Source: an optimization exercise on an open RTL-to-GDS flow (aim: small area). Production flows keep margins and buffers that such runs may drop.
Function was checked by simulation only, so behaviour that the tests miss may differ from the original.
Power and IR drop assume default switching activity.

### flow/config.mk
export PLATFORM = sky130hd
export DESIGN_NAME = pwm_axis
export DESIGN_NICKNAME = pwm_axis
export VERILOG_FILES = /design/flow/design.v
export SDC_FILE = /design/flow/constraint.sdc
export NUM_CORES = 4
export LEC_CHECK = 0
export CAP_MARGIN = 20
export CORE_MARGIN = 2
export CORE_UTILIZATION = 60
export SLEW_MARGIN = 20
### flow/constraint.sdc
create_clock -name core_clock -period 350.0 [get_ports {clk}]
set_input_delay 70.0000 -clock core_clock [delete_from_list [all_inputs] [get_ports {clk}]]
set_output_delay 70.0000 -clock core_clock [all_outputs]
set_load 0.01 [all_outputs]
### flow/design.v
module pwm_add #(parameter W = 8) (
    input  wire [W-1:0] a,
    input  wire [W-1:0] b,
    input  wire         ci,
    output wire [W-1:0] s,
    output wire         co
);
    wire [W:0] c;
    assign c[0] = ci;
    genvar i;
    generate
        for (i = 0; i < W; i = i + 1) begin : g
            assign s[i]   = a[i] ^ b[i] ^ c[i];
            assign c[i+1] = (a[i] & b[i]) | (c[i] & (a[i] ^ b[i]));
        end
    endgenerate
    assign co = c[W];
endmodule
module pwm_ge #(parameter W = 8) (
    input  wire [W-1:0] a,
    input  wire [W-1:0] b,
    output wire         ge
);
    wire [W:0] c;
    assign c[0] = 1'b1;
    genvar i;
    generate
        for (i = 0; i < W; i = i + 1) begin : g
            wire nb = ~b[i];
            assign c[i+1] = (a[i] & nb) | (a[i] & c[i]) | (nb & c[i]);
        end
    endgenerate
    assign ge = c[W];
endmodule
module pwm_axis (
    input  wire        clk,
    input  wire        rst,           
    input  wire [15:0] per,           
    input  wire [1:0]  presc,         
    input  wire [6:0]  dith,          
    input  wire        carrdith,      
    input  wire [15:0] seed,          
    input  wire        seed_load,     
    input  wire [5:0]  mode,          
    input  wire [15:0] cmp_u,
    input  wire [15:0] cmp_v,
    input  wire [15:0] cmp_w,
    input  wire [9:0]  dtr_u,
    input  wire [9:0]  dtr_v,
    input  wire [9:0]  dtr_w,
    input  wire [9:0]  dtf_u,
    input  wire [9:0]  dtf_v,
    input  wire [9:0]  dtf_w,
    input  wire [7:0]  minp,
    output wire [2:0]  gh,            
    output wire [2:0]  gl,            
    output wire        pstart,        
    output reg  [15:0] cnt,           
    output reg  [15:0] plen           
);
    localparam [1:0] M_OFF = 2'd0, M_LOW = 2'd1, M_PWM = 2'd2, M_PWMH = 2'd3;
    reg  [2:0]  sub;                
    reg  [1:0]  presc_c;
    reg         first;              
    reg  [6:0]  s;                  
    reg  [2:0]  gh_en, gh_full, gl_en;    
    reg  [6:0]  hl_u, hl_v, hl_w;   
    reg  [2:0]  xs;                 
    reg  [9:0]  dc_u, dc_v, dc_w;   
    wire [2:0]  smask    = {presc_c == 2'd3, presc_c[1], presc_c != 2'd0};
    wire        sub_wrap = &(sub | ~smask);
    wire [15:0] pre_k    = 16'd128 >> presc_c;
    wire        preload  = first | ((cnt + pre_k) == plen && sub == 3'd0);
    wire        last     = &s;
    reg  [15:0] lfsr;
    wire [15:0] lfsr_nx = {lfsr[0], lfsr[15], lfsr[14] ^ lfsr[0], lfsr[13] ^ lfsr[0],
                           lfsr[12], lfsr[11] ^ lfsr[0], lfsr[10:1]};
    reg  [15:0] per_r;
    reg  [6:0]  dith_r;
    reg  [15:0] pn;                 
    reg  [1:0]  presc_n;
    reg  [7:0]  minp_r;
    reg  [15:0] x, c_u, c_v, c_w;   
    reg  [15:0] r;                  
    reg  [9:0]  d_u, d_v, d_w;      
    reg  [9:0]  f_u, f_v, f_w;      
    reg  [2:0]  n_gh_en, n_gh_full, n_gl_en;   
    wire [1:0]  ph    = s[6:5];
    wire [4:0]  k     = s[4:0];
    wire        ph0   = (ph == 2'd0);
    wire        op_a  = ph0 & ((s[4] == 1'b0 && s[3:0] != 4'd0) || k == 5'd16);
    wire        op_b  = ph0 & (k >= 5'd17) & (k <= 5'd29);
    wire        op_c  = ph0 & (k == 5'd30);
    wire        op_d  = ~ph0 & ~k[4];
    wire        rg    = ~ph0 & k[4] & (k[3:0] < 4'd12);
    wire [3:0]  m     = k[3:0];
    wire        m0    = rg & (m == 4'd0);
    wire        m4    = rg & (m == 4'd4);
    wire        m5    = rg & (m == 4'd5);
    wire        m6    = rg & (m == 4'd6);
    wire        m10   = rg & (m == 4'd10);
    wire        m11   = rg & (m == 4'd11);
    wire        m_dbl = rg & ((m >= 4'd1 && m <= 4'd3) || (m >= 4'd7 && m <= 4'd9));
    wire [1:0]  dbl_i = (m >= 4'd7) ? m[1:0] - 2'd3 : m[1:0] - 2'd1;    
    wire        dbl_on = m_dbl & (dbl_i < presc_n);
    wire        step  = op_a | op_b | op_d;
    wire        rot   = (k == 5'd31) & (ph != 2'd3);
    wire        r_clr = (op_a & s[3:0] == 4'd1 & ~s[4]) | (op_b & k == 5'd17) | (op_d & k == 5'd0) |
                        op_c | m0 | m6;
    wire [1:0]  lg    = ph - 2'd1;
    wire [9:0]  d_s   = (lg == 2'd0) ? d_u : (lg == 2'd1) ? d_v : d_w;
    wire [9:0]  f_s   = (lg == 2'd0) ? f_u : (lg == 2'd1) ? f_v : f_w;
    wire        pwm_s = n_gh_en[lg] & n_gl_en[lg];
    wire        pwmh_s = n_gh_en[lg] & ~n_gl_en[lg];
    wire [7:0]  mp    = {minp_r[7:1], minp_r[0] | (minp_r == 8'd0)};
    wire [7:0]  mp_c  = (m5 & ~pwm_s) ? 8'd1 : mp;
    wire        abit  = op_b ? x[12] : ((x[15] & (op_a | op_d)) | op_c | m0 | m6);
    wire [15:0] b_op  = ({16{op_a}} & {9'd0, dith_r}) | ({16{op_b | op_d | m0}} & pn) |
                        ({16{op_c}} & per_r) | ({16{m6}} & x);
    wire [10:0] c1000;
    pwm_add #(11) u_c1000 (.a(11'd1000), .b({4'd0, dith_r}), .ci(1'b0), .s(c1000), .co());
    wire [16:0] c_op  = ({17{op_a}} & {6'd0, c1000}) | {op_b, 16'd0} |
                        ({17{op_c | m0}} & {1'b0, x[15:13] & {3{m0}}, x[12:0]}) | ({17{op_d}} & {1'b0, per_r}) |
                        ({17{m4 & pwm_s}} & {7'd0, f_s}) |
                        ({17{m5 | m11}} & {8'd0, mp_c, 1'b0}) |
                        ({17{m10}} & {7'd0, d_s});
    wire [15:0] r_in  = r_clr ? 16'd0 : r;
    wire [17:0] s1;
    pwm_add #(18) u_s1 (.a({1'b0, r_in, 1'b0}), .b({2'd0, abit ? b_op : 16'd0}), .ci(1'b0), .s(s1), .co());
    wire        ge1, ge2;
    pwm_ge #(18) u_ge1 (.a(s1), .b({1'b0, c_op}), .ge(ge1));
    pwm_ge #(18) u_ge2 (.a(s1), .b({c_op, 1'b0}), .ge(ge2));
    wire        dg2   = ge2 & ~m0 & ~op_c;
    wire        dg1   = ge1 & ~dg2;
    wire [17:0] sub_v = ({18{dg1 | op_c}} & {1'b0, c_op}) | ({18{dg2}} & {c_op, 1'b0});
    wire [17:0] t_nx;
    pwm_add #(18) u_sub (.a(s1), .b(~sub_v), .ci(1'b1), .s(t_nx), .co());
    wire [15:0] r_nx  = t_nx[15:0];
    wire        r_we  = ~(m_dbl & ~dbl_on);
    wire [14:0] x_inc;
    pwm_add #(15) u_xi (.a(x[14:0]), .b(15'd0), .ci(dg2), .s(x_inc), .co());
    wire [15:0] x_st  = {x_inc, dg1};
    wire [15:0] x_nx  = step ? x_st : x;
    reg         dec, val;
    wire        t_cmp2 = n_gh_full[lg];
    wire        ovf   = (m_dbl & dbl_on & s1[16]) | ((m4 | m10) & t_nx[16]);
    wire        cmp1  = dec ? val : ~ge2;
    always @(posedge clk) begin
        if (m0) begin
            dec <= ~ge1; val <= 1'b1;
        end else if (m6) begin
            dec <= 1'b0;
        end else if (~dec & (m4 | m10) & ~ge2) begin
            dec <= 1'b1; val <= 1'b1;
        end else if (~dec & ovf) begin
            dec <= 1'b1; val <= 1'b0;
        end
    end
    wire        rg_gh_en = ~cmp1;
    wire        rg_gl_en = pwm_s & (cmp1 | ~t_cmp2);
    wire        rg_we = m11 & n_gh_en[lg];
    wire [2:0]  hi_end = gh_en & gh_full;
    wire [2:0]  lo_end = gl_en;
    always @(posedge clk)
        if (rst | seed_load | preload)
            lfsr <= {16{~rst}} & (seed_load ? seed : lfsr_nx);
    always @(posedge clk) begin
        if (preload) begin
            per_r   <= per;
            dith_r  <= carrdith ? dith : 7'd0;
            pn      <= lfsr_nx;
            presc_n <= presc;
            minp_r  <= minp;
            n_gh_en <= {mode[5], mode[3], mode[1]};
            n_gl_en <= {mode[5] ^ mode[4], mode[3] ^ mode[2], mode[1] ^ mode[0]};
            x       <= per;
            c_u     <= cmp_u;
            c_v     <= cmp_v;
            c_w     <= cmp_w;
            d_u     <= (mode[1:0] == M_PWM && lo_end[0]) ? dtr_u : 10'd0;
            d_v     <= (mode[3:2] == M_PWM && lo_end[1]) ? dtr_v : 10'd0;
            d_w     <= (mode[5:4] == M_PWM && lo_end[2]) ? dtr_w : 10'd0;
            f_u     <= dtf_u;
            f_v     <= dtf_v;
            f_w     <= dtf_w;
        end else begin
            if (r_we)
                r <= r_nx;
            if (op_c)
                pn <= t_nx[15:0];
            if (rot) begin
                x   <= c_u;
                c_u <= c_v;
                c_v <= c_w;
                c_w <= x_nx;
            end else
                x <= x_nx;
            if (m5)
                n_gh_full[lg] <= dec ? val : ~ge2;
            if (rg_we) begin
                n_gh_en[lg]   <= rg_gh_en;
                n_gl_en[lg]   <= rg_gl_en;
            end
        end
    end
    always @(posedge clk) begin
        if (rst) begin
            cnt     <= 16'd0;
            sub     <= 3'd0;
            plen    <= 16'd0;
            presc_c <= 2'd0;
            first   <= 1'b1;
            s       <= 7'd0;
            gh_en   <= 3'd0;
            gl_en   <= 3'd0;
        end else begin
            first <= 1'b0;
            if (preload | (s != 7'd0))
                s <= s + 7'd1;
            if (last) begin
                cnt     <= 16'd0;
                sub     <= 3'd0;
                plen    <= pn;
                presc_c <= presc_n;
                gh_en   <= n_gh_en;
                gl_en   <= n_gl_en;
            end else if (sub_wrap) begin
                sub <= 3'd0;
                cnt <= cnt + 16'd1;
            end else
                sub <= sub + 3'd1;
        end
    end
    wire [2:0] x_ge;
    pwm_ge #(16) u_xu (.a(cnt), .b(c_v), .ge(x_ge[0]));
    pwm_ge #(16) u_xv (.a(cnt), .b(c_w), .ge(x_ge[1]));
    pwm_ge #(16) u_xw (.a(cnt), .b(x),   .ge(x_ge[2]));
    wire       win  = (s != 7'd0);
    wire [2:0] x_eq = {cnt[6:0] == hl_w, cnt[6:0] == hl_v, cnt[6:0] == hl_u};
    wire [2:0] x_off = win ? (xs | x_eq) : x_ge;
    always @(posedge clk) begin
        xs <= x_off;
        if (preload) begin
            hl_u <= c_v[6:0];
            hl_v <= c_w[6:0];
            hl_w <= x[6:0];
        end
    end
    wire [2:0] dz   = {dc_w == 10'd0, dc_v == 10'd0, dc_u == 10'd0};
    reg  [2:0] dd;                  
    wire [2:0] d_ok = dd | dz;
    wire [2:0] trig = ~gh_en | x_off;
    wire [2:0] rld  = gh_en & d_ok & ~x_off & {3{~win}};
    wire [2:0] dcn  = ~dz & (~gh_en | ~dd | x_off);
    wire [2:0] ld_e = hi_end & ~n_gh_en;
    always @(posedge clk) begin
        dd <= last ? 3'd0 : d_ok;
        if (last) begin
            gh_full <= n_gh_full;
            dc_u    <= n_gh_en[0] ? d_u : ld_e[0] ? f_u : 10'd0;
            dc_v    <= n_gh_en[1] ? d_v : ld_e[1] ? f_v : 10'd0;
            dc_w    <= n_gh_en[2] ? d_w : ld_e[2] ? f_w : 10'd0;
        end else begin
            if (rld[0]) dc_u <= f_u; else if (dcn[0]) dc_u <= dc_u - 10'd1;
            if (rld[1]) dc_v <= f_v; else if (dcn[1]) dc_v <= dc_v - 10'd1;
            if (rld[2]) dc_w <= f_w; else if (dcn[2]) dc_w <= dc_w - 10'd1;
        end
    end
    assign gh = gh_en & d_ok & (gh_full | ~x_off);
    assign gl = gl_en & trig & dz;
    assign pstart = (cnt == 16'd0) & (sub == 3'd0);
endmodule
### flow/flow/area.abc
&get -n
&st
&deepsyn -T 90
&put
&get -n
&st
&dch
&nf -R 1000 -p
&put
strash
dch -f
map -a
mfs2
&get -n
&st
&syn2
&if -g -K 6
&synch2
&nf -R 1000 -p
&st
&dch -f
&nf -R 1000 -p
&put
strash
dch -f
map -a
mfs2
&get -n
&st
&dch -f
&nf -R 1000 -p
&put
strash
dch -f
map -a
mfs2
&get -n
&st
&dch -f
&nf -R 1000 -p
&put
### flow/flow/run.sh
#!/bin/bash
# Own layout flow: the standard flow (floorplan, power grid, tap cells, placement and
# routing unchanged) with three changes:
#  - synthesis is the standard flow's synthesis script with only ABC's mapping script replaced by an
#    area-oriented one (flow/area.abc); registers, their names and cell types are untouched;
#  - ports are buffered with single-drive buffers;
#  - the clock tree uses small buffers and no dummy loads.
# Each make run writes its full output to a log file in the work folder.
set -euo pipefail
W=$PWD
sed 's|^  log_cmd abc {\*}\$abc_args$|  log_cmd abc {*}[lreplace $abc_args 1 1 $::env(MY_ABC_SCRIPT)]|' \
    "$FLOW_HOME/scripts/synth.tcl" > "$W/synth_area.tcl"
grep -q 'MY_ABC_SCRIPT' "$W/synth_area.tcl"
sed "s|source \$::env(SCRIPTS_DIR)/synth.tcl|source $W/synth_area.tcl|" "$W/synth_recipe.tcl" > "$W/synth_recipe_area.tcl"
grep -q "source $W/synth_area.tcl" "$W/synth_recipe_area.tcl"
export MY_ABC_SCRIPT="$W/flow/area.abc"
export BUFFER_PORTS_ARGS="-buffer_cell sky130_fd_sc_hd__buf_1"
export CTS_ARGS="-sink_clustering_enable -repair_clock_nets -dont_use_dummy_load -buf_list sky130_fd_sc_hd__clkbuf_8 -sink_clustering_size 20 -sink_clustering_max_diameter 55"
bash standard.sh "SYNTH_SCRIPT=$W/synth_recipe_area.tcl" synth > synth.log 2>&1
bash standard.sh finish > layout.log 2>&1
### flow/standard.sh
#!/bin/bash
# synth_recipe.tcl (not shown) runs the flow's synth.tcl, then flattens the netlist and writes it again
# the make line also repeats each setting of config.mk as NAME=value (left out here)
make -C /OpenROAD-flow-scripts/flow DESIGN_CONFIG=/design/flow/config.mk WORK_HOME=/design/flow/orfs CLKGATE_MAP_FILE= SYNTH_SCRIPT=/design/flow/synth_recipe.tcl "${@:-finish}"
==> metrics.md, run 1 <==
| Metric | Value |
|---|---|
| Area delta synth->final | 11.1% |
| Sequential Power Share | between 40 and 50% |
| Worst hold path class | flop to flop |
| Cell leakage power | between 6 and 7 nW |
| Syn_area_per_cell | around 11 sq um |
| FF+latch count, synth | 327 |
| Cts hold-fix bufs | 0 |
| Area contributors post-synth | edfxtp_1 45%, dfxtp_1 8.8%, fa_1 3.6% |
| DRC Markers | 0 |
| CTS buffer count | 31 |
| Share of the synthesized area in the top cell type | between 40% and 50% |
| Critical Path Sink Type | output port |
| CP startpoint kind | flop |
| Status | finished clean |
| GR Util All Layers | 33.5% |
| Routability cong. | 0.987 |
| Crit-path cells | clkinv_1, o21ai_0, o2bb2ai_1, maj3_1, maj3_1, maj3_1, a21oi_1, a221oi_1, o22ai_1, maj3_1, a21oi_1, o22ai_1, maj3_1, a21oi_1, a221oi_1, a21oi_1, a21oi_1, o22ai_1, a21oi_1, nand2b_1, and3_1, buf_1 |
| Slew Limit Headroom | roughly a third |
| Clock Sinks | approximately 330 |
| Fillers | about 2300 |
| Max-Cap Viols | 0 |
| Clk_skew | approximately 0.042 ns |
| Ys async rst share | 0% |
| Primary FF master, synth | edfxtp_1 |
| Remaining antenna violation count after routing | 0 |
| DIE HEIGHT | roughly 170 microns |
| Setup violators final | 0 |
| Boundary Pins | just over 200 |
| Unrepaired setup endpoints after global routing | no |
| Tcrit/Tclk final | between 20% and 30% |
| Busiest grt layer | met2 |
| Via density | 6.47 |
| Fin Setup TNS | 0 ns |
| 1st-iter DRT viols | between 1500 and 2000 |
| Synth Area in Compound Gates | ~17% |
| Vias post-DR | 13700 |
| Slowest cell on the critical path | dfxtp_1 |
| Simple-gate share of the synthesized area | 12.4% |
| Worst-path clk slew | around 0.10 ns |
| Final Cell Area | 18800 sq um |
| Post-synthesis mux area share | under 10% |
| Sequential area share after synthesis | a little over half |
| Post-CTS sizing | 0 |
| Die width | roughly 170 microns |
| Post-CTS Setup Inserts | 0 |
| Antenna diodes | 0 |
| F_max | between 10 and 15 MHz |
| Synth Area in Adders | under 10% |
| Psw | about 0.000041 W |
| Wirelength, routed | ~50 mm |
| Syn_nets | about 1700 |
| Std cell rows | 61 |
| Met2 Track Usage GR | between 50% and 60% |
| Final Slew Violations | 0 |
| Nets | 1992 |
| Internal | 0.0000758 W |
| XOR/XNOR Fraction of Synth Area | 3.37% |
| Vias in the first global route | about 13000 |
| Largest net degree at the start of global routing | 130 |
| Crit-path max FO | 9 |
| Crit path DAT | 5.60 ns |
| Least-Margin Pin Slew | approximately 0.98 ns |
| Clk Latency, worst-skew pair | roughly 0.61 ns |
| H-tree depth | 1 |
| Largest family of logic cells by synthesized area | compound AO/OA/AOI/OAI gates |
| Post-Synthesis Cells | between 1000 and 1500 |
| First-pass iteration count of the detailed router | 9 |
| WL/cell | 23.5 microns |
| Syn. warnings | 1 |
| Antenna violations before repair | 0 |
| CTS tree | built |
| Leading area contributor after synthesis | edfxtp_1 |
| Global routing usage on met1 | between 40% and 50% |
| Power Dens Cells | roughly 6.3 nW/um^2 |
| Placed cell area | ~18000 sq um |
| GRT met3 Usage | under 10% |
| Clock power share | between 10% and 20% |
| Worst path max stage delay | approximately 0.54 ns |
| Fin crit period | 75.60 ns |
| EDFF count, synth | 253 |
| Setup CP Type | flop to output port |
| Hold Violations, Final | 0 |
| # port buffers | 205 |
| HPWL Detailed | 37.4 mm |
| CP most frequent cell | a21oi_1 |
| Clock root cell | clkbuf_8 |
| Layout cells sized above 1 | around 3.3% |
| Comb pwr share | between 30% and 40% |
| Post-Syn Area | 16900 sq um |
| First-pass GRT wire length | about 74 mm |
| DIE AREA | between 20000 and 30000 sq um |
| WP data required | 280.00 ns |
| Initial Util | approximately 60% |
| Peak supply drop | a little over 0.005 mV |
| Clk buf depth | 3 |
| Sw Share | 35.3% |
| Grt total ovfl | 0 |
| Yosys cell types | 54 |
| Placeable Area | 27800 sq um |
==> cells by family after synthesis <==
group,after synthesis
fa+ha+maj,83
compound gates,416
buf+inv,90
simple gates,448
xor+xnor,65
mux,63
flops,327
==> per-layer routing <==
layer | vias up | part of all wire, %
li1 | 6246 | -
met1 | 6604 | 39
met2 | 767 | 47
met3 | 123 | 9.6
met4 | 0 | 4.3
met5 | - | 0
==> sequential cells by signal, summed over array words and instances, names as in the netlist, 8 cells and up <==
| register | flops |
|---|---|
| c_u | 16 |
| c_v | 16 |
| c_w | 16 |
| cnt | 16 |
| d_u | 10 |
| d_v | 10 |
| d_w | 10 |
| dc_u | 10 |
| dc_v | 10 |
| dc_w | 10 |
| f_u | 10 |
| f_v | 10 |
| f_w | 10 |
| lfsr | 16 |
| minp_r | 8 |
| per_r | 16 |
| plen | 16 |
| pn | 16 |
| r | 16 |
| x | 16 |
==> final cells by class <==
class                   count  area [sq um]  share of cell area (%)
multi-input cells        1075          7520                    40.1
repair buffers            224           913                    4.87
clock buffers              31           427                    2.27
well taps                 378           473                    2.52
flip-flops and latches    327          9080                    48.4
inverters                  90           345                    1.84
==> synthesized netlist by cell type, types with 4 or more instances <==
library cell,n
a211oi_1,10
a21boi_0,7
a21o_1,15
a21oi_1,100
a221o_1,32
a221oi_1,21
a222oi_1,29
a22o_1,10
a22oi_1,48
a31oi_1,8
and2_0,19
and3_1,42
clkinv_1,90
dfxtp_1,74
edfxtp_1,253
fa_1,30
ha_1,46
maj3_1,7
mux2_1,34
mux2i_1,29
nand2_1,125
nand2b_1,21
nand3_1,15
nand4_1,9
nor2_1,138
nor2b_1,8
nor3_1,33
nor3b_1,6
nor4_1,15
o21ai_0,72
o221ai_1,6
o22ai_1,29
o2bb2ai_1,6
o311ai_0,4
o31ai_1,4
or2_0,4
or3_1,8
xnor2_1,40
xor2_1,25
==> power groups by stage <==
stage / sequential, W / combinational (W) / clock [W]
global placement: 0.0000585 / 0.0000375 / 0
CTS: 0.0000579 / 0.0000387 / 0.0000203
floorplan: 0.0000557 / 0.0000275 / 0
detailed placement: 0.0000587 / 0.0000382 / 0
global route: 0.0000585 / 0.0000434 / 0.0000216
finish: 0.0000581 / 0.0000392 / 0.0000200
==> worst max-delay path, delay by kind of cell, from the launching register on <==
kind / cells / cell delay (ns)
AO/OA/AOI/OAI: 13 / 2.01
adder cells (fa/ha/maj): 5 / 1.58
flip-flops: 1 / 0.54
buffers and inverters: 2 / 0.51
AND/OR/NAND/NOR: 2 / 0.35
==> worst paths after layout <==
path | from | end | slack [ns] | cells past startpoint
worst max-delay path | cnt[1] | gl[1] | 274.40 | 22
worst min register to register | c_u[7] | x[7] | 0.45 | 1
worst min-delay path | c_u[7] | x[7] | 0.45 | 1
worst max register to register | s[5] | val | 331.86 | 54
==> placed cells by master (no fill, tap or decap), types with 40 or more instances in the layout <==
cell and instances:
a21oi_1 100, a22oi_1 48, and3_1 42, buf_1 204, clkinv_1 89, dfxtp_1 74, edfxtp_1 253, ha_1 46
nand2_1 123, nor2_1 137, o21ai_0 72, xnor2_1 40
==> per-stage QoR <==
step	worst slack, ns	total power, W	util, %	cells	hold WS, ns
2_1_floorplan	276.06	0.0000832	-	1492	0.424
3_5_place_dp	275.14	0.0000969	66.0	2094	0.451
4_1_cts	274.46	0.000117	67.5	2125	0.450
5_1_grt	273.89	0.000123	67.5	2125	0.468
6_report	274.40	0.000117	67.5	2125	0.446
3_3_place_gp	275.25	0.0000960	66.0	2094	0.450
==> run 2, diff against run 1 <==
--- a/flow/design.v
+++ b/flow/design.v
@@ -160,6 +160,5 @@
     wire        rg_gl_en = pwm_s & (cmp1 | ~t_cmp2);
     wire        rg_we = m11 & n_gh_en[lg];
-    wire [2:0]  hi_end = gh_en & gh_full;
-    wire [2:0]  lo_end = gl_en;
+    wire [2:0]  lo_end = gl_en & (gh_en | {dc_w[9:7] == 3'd0, dc_v[9:7] == 3'd0, dc_u[9:7] == 3'd0});
     always @(posedge clk)
         if (rst | seed_load | preload)
@@ -253,5 +252,5 @@
     wire [2:0] rld  = gh_en & d_ok & ~x_off & {3{~win}};
     wire [2:0] dcn  = ~dz & (~gh_en | ~dd | x_off);
-    wire [2:0] ld_e = hi_end & ~n_gh_en;
+    wire [2:0] ld_e = gh & ~n_gh_en;       
     always @(posedge clk) begin
         dd <= last ? 3'd0 : d_ok;
==> metrics.md, run 2 <==
| Metric | Value |
|---|---|
| Fillers | around 2300 |
| Grt total ovfl | 0 |
| WP data required | ~280 ns |
| Reg2Reg Capture Point | dec |
| Total power | 0.000116 W |
| CTS tree | built |
| Layout cells sized above 1 | ~3% |
| EDFF count, synth | 253 |
| Clock root cell | clkbuf_8 |
| Largest net degree at the start of global routing | between 80 and 90 |
| Leading area contributor after synthesis | edfxtp_1 |
| Post-CTS Setup Inserts | 0 |
| Nets | 2080 |
| Syn_nets | between 1500 and 2000 |
| Via density | ~6.4 |
| Crit-path cells | clkinv_1, maj3_1, maj3_1, a21oi_1, o2bb2ai_1, maj3_1, maj3_1, o21ai_0, nand2_1, a21oi_1, nor3_1, o21ai_0, o31ai_1, a21oi_1, buf_1 |
| Fin crit period | approximately 75 ns |
| Syn. warnings | 1 |
| Std cell rows | slightly above 60 |
| Buffers & Inverters on Critical Path | 2 |
| H-tree depth | 1 |
| Peak supply drop | between 0.005 and 0.006 mV |
| Slew Limit Headroom | 20.4% |
| Post-Synthesis Cells | around 1600 |
| Setup violators final | 0 |
| Worst path max stage delay | between 0.5 and 0.6 ns |
| DRC Markers | 0 |
| Remaining antenna violation count after routing | 0 |
| Crit-path max FO | 9 |
| Vias post-DR | between 10000 and 15000 |
| Setup CP Type | flop to output port |
| First-pass iteration count of the detailed router | 8 |
| Worst Hold Depth | 0 |
| Commonest cells in the netlist | 253 x edfxtp_1, 250 x nor2_1, 142 x nand2_1 |
| GR Util All Layers | 33.8% |
| Worst path top cell family by delay | adder cells |
| DIE AREA | a little under 30000 sq um |
| First-pass GRT wire length | 75.6 mm |
| CP startpoint kind | flop |
| Slowest cell on the critical path | dfxtp_1 |
| Status | finished clean |
| Yosys cell types | between 50 and 60 |
| Final Slew Violations | 0 |
| Hold Violations, Final | 0 |
| Commonest non-fill, non-tap cell in the layout | edfxtp_1 |
| Area delta synth->final | 10.9% |
| Antenna diodes | 0 |
| FF+latch count, synth | ~330 |
| Top-count cell post-synth | edfxtp_1 |
| CTS buffer count | 30 |
| Most frequent cells in the layout | 253 x edfxtp_1, 250 x nor2_1, 203 x buf_1 |
| Clk Latency, worst-skew pair | 0.64 ns |
| Placeable Area | around 28000 sq um |
| HPWL Detailed | ~38 mm |
| Primary FF master, synth | edfxtp_1 |
| Wirelength, routed | slightly above 50 mm |
| Clk buf depth | 3 |
| Cell leakage power | roughly 6.6 nW |
| Critical Path Sink Type | output port |
| Worst hold path class | flop to flop |
| Crit path DAT | a little under 5 ns |
| # port buffers | 205 |
| Syn_area_per_cell | between 10 and 15 sq um |
| Worst-path clk slew | roughly 0.080 ns |
| Tcrit/Tclk final | roughly 21% |
| Clock Sinks | approximately 330 |
| Cts hold-fix bufs | 0 |
| WL/cell | between 20 and 25 microns |
| Critical R2R Launch | s[5] |
| Worst slack, placed | around 280 ns |
| Area contributors post-synth | edfxtp_1 45%, dfxtp_1 8.7%, nor2_1 5.5% |
| Final Cell Area | 18800 sq um |
| Ys async rst share | 0% |
| Boundary Pins | 206 |
| CP most frequent cell | maj3_1 |
| Sequential area share after synthesis | between 50% and 60% |
| 1st-iter DRT viols | ~1900 |
| Routability cong. | just under 1 |
| Worst hold margin | approximately 0.46 ns |
| Vias in the first global route | 13100 |
| Min-Delay Endpoint | gh_full[1] |
| DIE HEIGHT | about 170 microns |
| F_max | 13.3 MHz |
| Unrepaired setup endpoints after global routing | no |
| Antenna violations before repair | 0 |
| Least-Margin Pin Slew | around 1.2 ns |
| Power Dens Cells | 6.18 nW/um^2 |
| Final setup margin | 275.09 ns |
| Post-Syn Area | 16900 sq um |
| Clk_skew | about 0.098 ns |
| Placed cell area | 18400 sq um |
| Register-to-register setup slack | ~330 ns |
| Path depth of the worst reg2reg path | 53 |
| Die width | about 170 microns |
| Max-Cap Viols | 0 |
| Initial Util | 61.0% |
| Min-delay src | n_gh_full[1] |
| Fin Setup TNS | 0 ns |
| Share of the synthesized area in the top cell type | about 45% |
| Post-CTS sizing | 0 |
-- run 2: kinds of logic after synthesis --
| logic type | share of synthesized area, % |
|---|---|
| AND/OR/NAND/NOR | 15.3 |
| AO/OA/AOI/OAI | 16.3 |
| flip-flops | 53.6 |
| buffers and inverters | 1.84 |
| XOR/XNOR | 3.78 |
| multiplexers | 1.77 |
| adder cells (fa/ha/maj) | 7.42 |
-- run 2: worst max-delay path by stage --
stage | startpoint | to | slack [ns] | cells past startpoint
finish | cnt[1] | gl[1] | 275.09 | 15
global route | cnt[1] | gl[1] | 274.90 | 15
CTS | cnt[1] | gl[1] | 275.15 | 15
detailed placement | cnt[1] | gl[1] | 275.86 | 15
global placement | cnt[1] | gl[1] | 275.98 | 15
floorplan | cnt[1] | gl[1] | 276.74 | 14
-- run 2: report_power, final --
part	switching (W)	total [W]	internal, W
Combinational	0.0000228	0.0000390	0.0000162
Sequential	0.00000645	0.0000573	0.0000508
Clock	0.0000122	0.0000197	0.00000759
-- run 2: routing by layer --
metal	track usage [%]	part of all wire (%)	vias up
li1	-	-	6405
met1	47.4	41	6784
met2	53.1	45	748
met3	5.70	9.1	127
met4	12.6	4.2	0
met5	0	0	-
-- run 2: metrics by stage --
step           cells  utilization, %
5_1_grt         2213            67.6
6_report        2213            67.6
4_1_cts         2213            67.6
3_5_place_dp    2183            66.1
2_1_floorplan   1581               -
3_3_place_gp    2183            66.1
-- run 2: final cells by class --
class | count | area, sq um | share of cell area (%)
Timing Repair Buffer | 224 | 915 | 4.87
Tap cell | 378 | 473 | 2.52
Sequential cell | 327 | 9080 | 48.3
Inverter | 83 | 317 | 1.69
Clock buffer | 30 | 413 | 2.20
Multi-Input combinational cell | 1171 | 7580 | 40.4

-- afterwards: timing with drivers on the ports --
The flow's constraints put no driver on any port. The routed layouts listed below were extracted and timed again, unchanged, in two steps.
Step 1 assumes that a clkbuf_16 drives the clock port and a buf_2 every other input.
Step 2 times the ports against the registers' clock, not the clock port: input delays grow and output delays shrink by t, the midpoint of the rising clock arrivals with the driver on.
Slacks: ideal / step 1 / step 2; pairs: ideal / step 1.
run | t, ns | setup WS [ns] | worst hold slack (ns) | worst setup path at the end | worst data-port slew with drivers (ns)
run 1 | 0.640 | 274.396 / 274.348 / 274.988 | 0.446 / 0.446 / 0.446 | register to output | 0.04
run 2 | 0.637 | 275.092 / 275.047 / 275.684 | 0.460 / 0.460 / 0.460 | register to output | 0.05
After both steps every run listed still meets setup and hold.
